This is an optimization exercise on Yosys and OpenROAD, whose aim is a short achievable clock period and few clock cycles, not a production implementation. The RTL was checked by simulation tests, not by an equivalence proof against the original design. No activity file was given, so power comes from the tool's default toggle rates.

## exp/willow
## chk_crc_ctx
module chk_crc_ctx (
    input  wire        clk,
    input  wire        rst,
    input  wire        in_valid,
    output wire        in_ready,
    input  wire [1:0]  in_op,
    input  wire [63:0] in_data,
    input  wire [3:0]  in_nbytes,
    input  wire        in_last,
    input  wire [5:0]  cfg_width_m1,
    input  wire        cfg_refin,
    input  wire        cfg_refout,
    input  wire        cfg_compare_en,
    input  wire [63:0] cfg_poly,
    input  wire [63:0] cfg_init,
    input  wire [63:0] cfg_xorout,
    input  wire [63:0] cfg_expect,
    output reg         res_valid,
    output reg  [63:0] res_value,
    output reg         res_mismatch,
    output reg         res_param_err,
    output reg  [31:0] res_bytes,
    output reg  [15:0] res_mismatches
);
export LEC_CHECK = 0
export CAP_MARGIN = 20
export CORE_MARGIN = 2
export CORE_UTILIZATION = 45
export CTS_CLUSTER_DIAMETER = 150
export CTS_CLUSTER_SIZE = 20
export PLACE_DENSITY = 0.5
export SETUP_SLACK_MARGIN = 0.5
export SLEW_MARGIN = 20
create_clock -name core_clock -period 44.0 [get_ports {clk}]
standard.sh (not shown) runs the stock make flow with config.mk's settings and CLKGATE_MAP_FILE= SYNTH_SCRIPT=/design/flow/synth_recipe.tcl, a recipe that flattens the netlist after the stock synthesis.
==> flow/flow/run.sh <==
#!/bin/bash
# The standard layout, with the port buffers made of sky130_fd_sc_hd__buf_4
# cells instead of the resizer's default pick. Tool output goes to
# standard.log here and to ORFS's own logs under orfs/logs.
set -euo pipefail
bash standard.sh "BUFFER_PORTS_ARGS=-buffer_cell sky130_fd_sc_hd__buf_4" finish > standard.log 2>&1
exp/willow ended with every stage complete and zero timing, DRC or antenna violations.
Testbench counts of exp/willow, summed over its fixed seeds: cycles 8,270.
Relative to exp/willow, the following input files were edited for exp/xenon:
- CORE_UTILIZATION now 30, was 45
- PLACE_DENSITY no longer set, was 0.5
- CTS_CLUSTER_SIZE no longer set, was 20
- CTS_CLUSTER_DIAMETER no longer set, was 150
==> flow/run.sh (new file) <==
#!/bin/bash
# synth_recipe.tcl (not shown) runs the flow's synth.tcl, then flattens the netlist and writes it again
# the make line also repeats each setting of config.mk as NAME=value (left out here)
make -C /OpenROAD-flow-scripts/flow DESIGN_CONFIG=/design/flow/config.mk WORK_HOME=/design/flow/orfs CLKGATE_MAP_FILE= SYNTH_SCRIPT=/design/flow/synth_recipe.tcl finish
removed: flow/flow/run.sh
removed: flow/standard.sh
- Routed wire length (lower): exp/xenon
- exp/xenon: clock buffer and inverter area fraction after layout 1.7 points above exp/willow
- Summary — worst setup margin, exp/xenon relative to exp/willow: lower, by 0.50 ns.
- Sort exp/willow and exp/xenon by count of placed standard cells including taps, descending, and exp/xenon comes first.
- Comparing exp/willow and exp/xenon, the higher stage delay of the slowest cell on the critical path is on exp/xenon.
- [exp/xenon vs exp/willow] count of vias placed by the detailed router: higher in exp/xenon
- Compared exp/xenon vs exp/willow, and global-route usage is down in exp/xenon.
Input changes introduced in exp/zinc (baseline for comparison: exp/xenon):
- CTS_CLUSTER_SIZE newly set to 20
- PLACE_DENSITY newly set to 0.38
- CTS_CLUSTER_DIAMETER newly set to 150
==> flow/flow/run.sh (new file) <==
#!/bin/bash
# The standard layout, with the port buffers made of sky130_fd_sc_hd__buf_4
# cells instead of the resizer's default pick. Tool output goes to
# standard.log here and to ORFS's own logs under orfs/logs.
set -euo pipefail
bash standard.sh "BUFFER_PORTS_ARGS=-buffer_cell sky130_fd_sc_hd__buf_4" finish > standard.log 2>&1
==> flow/standard.sh (new file) <==
#!/bin/bash
# synth_recipe.tcl (not shown) runs the flow's synth.tcl, then flattens the netlist and writes it again
# the make line also repeats each setting of config.mk as NAME=value (left out here)
make -C /OpenROAD-flow-scripts/flow DESIGN_CONFIG=/design/flow/config.mk WORK_HOME=/design/flow/orfs CLKGATE_MAP_FILE= SYNTH_SCRIPT=/design/flow/synth_recipe.tcl "${@:-finish}"
removed: flow/run.sh
==> results.txt <==
- [exp/zinc] clock power fell about 32% relative to exp/xenon
- Between exp/xenon and exp/zinc, power density over the cells increased.
- Summary of exp/zinc over exp/xenon: share of total power in the clock network now sits lower, global-route track usage on met1 now sits higher.
- The cell with the largest stage delay on the worst path comes out sky130_fd_sc_hd__dfxtp_1 in one run and sky130_fd_sc_hd__clkdlybuf4s50_1 in the other, namely in exp/zinc and exp/xenon respectively.
Input changes introduced in exp/cedar (baseline for comparison: exp/zinc):
- clearing CTS_CLUSTER_DIAMETER, which used to be 150
- clearing CTS_CLUSTER_SIZE, which used to be 20
There was hardly any difference in minimum hold slack between exp/zinc and exp/cedar. Looking at total power consumption of the routed design, exp/cedar sits above exp/zinc. Diff exp/zinc -> exp/cedar | sequential portion of the cell area | decrease of 0.48 points. Summary of exp/cedar over exp/zinc: wire length of the first global-routing pass increased about 0.4%, mean post-synth cell area essentially unchanged, clock-pin transition on the worst setup and hold timing paths decreased 0.04 ns. exp/cedar ended with more insertion delay of the later-clocked pin in the worst-skew pair than exp/zinc.

static timing again, ports no longer ideal:
Ports are ideal in the flow. The routed layouts listed here were re-timed in OpenROAD.
Step 1 (the two cells are an assumption about what drives the block):
set clk [get_ports {clk}]
set_driving_cell -lib_cell sky130_fd_sc_hd__clkbuf_16 $clk
set_driving_cell -lib_cell sky130_fd_sc_hd__buf_2 [delete_from_list [all_inputs] $clk]
Step 2 moves the port delays by t, midway between the first and last clock arrival at a register: inputs arrive t later, outputs are due t later. That takes back most of the time a late clock gives input paths.
Slacks: no drivers / after step 1 / after step 2; pairs: no drivers / after step 1.
| run | shift t [ns] | setup WS [ns] | worst hold slack (ns) | worst setup path at the end | latest minus earliest clock arrival (ns) |
|---|---|---|---|---|---|
| exp/willow | 0.876 | 33.942 / 33.840 / 34.716 | 0.285 / 0.285 / 0.285 | register to output | 0.092 / 0.092 |
| exp/xenon | 0.961 | 33.443 / 33.338 / 34.299 | 0.273 / 0.273 / 0.273 | register to output | 0.153 / 0.154 |
| exp/zinc | 0.882 | 33.914 / 33.803 / 34.686 | 0.263 / 0.263 / 0.263 | register to output | 0.121 / 0.121 |
| exp/cedar | 0.972 | 33.842 / 33.726 / 34.698 | 0.263 / 0.263 / 0.263 | register to output | 0.109 / 0.108 |
After both steps every run listed still meets setup and hold.
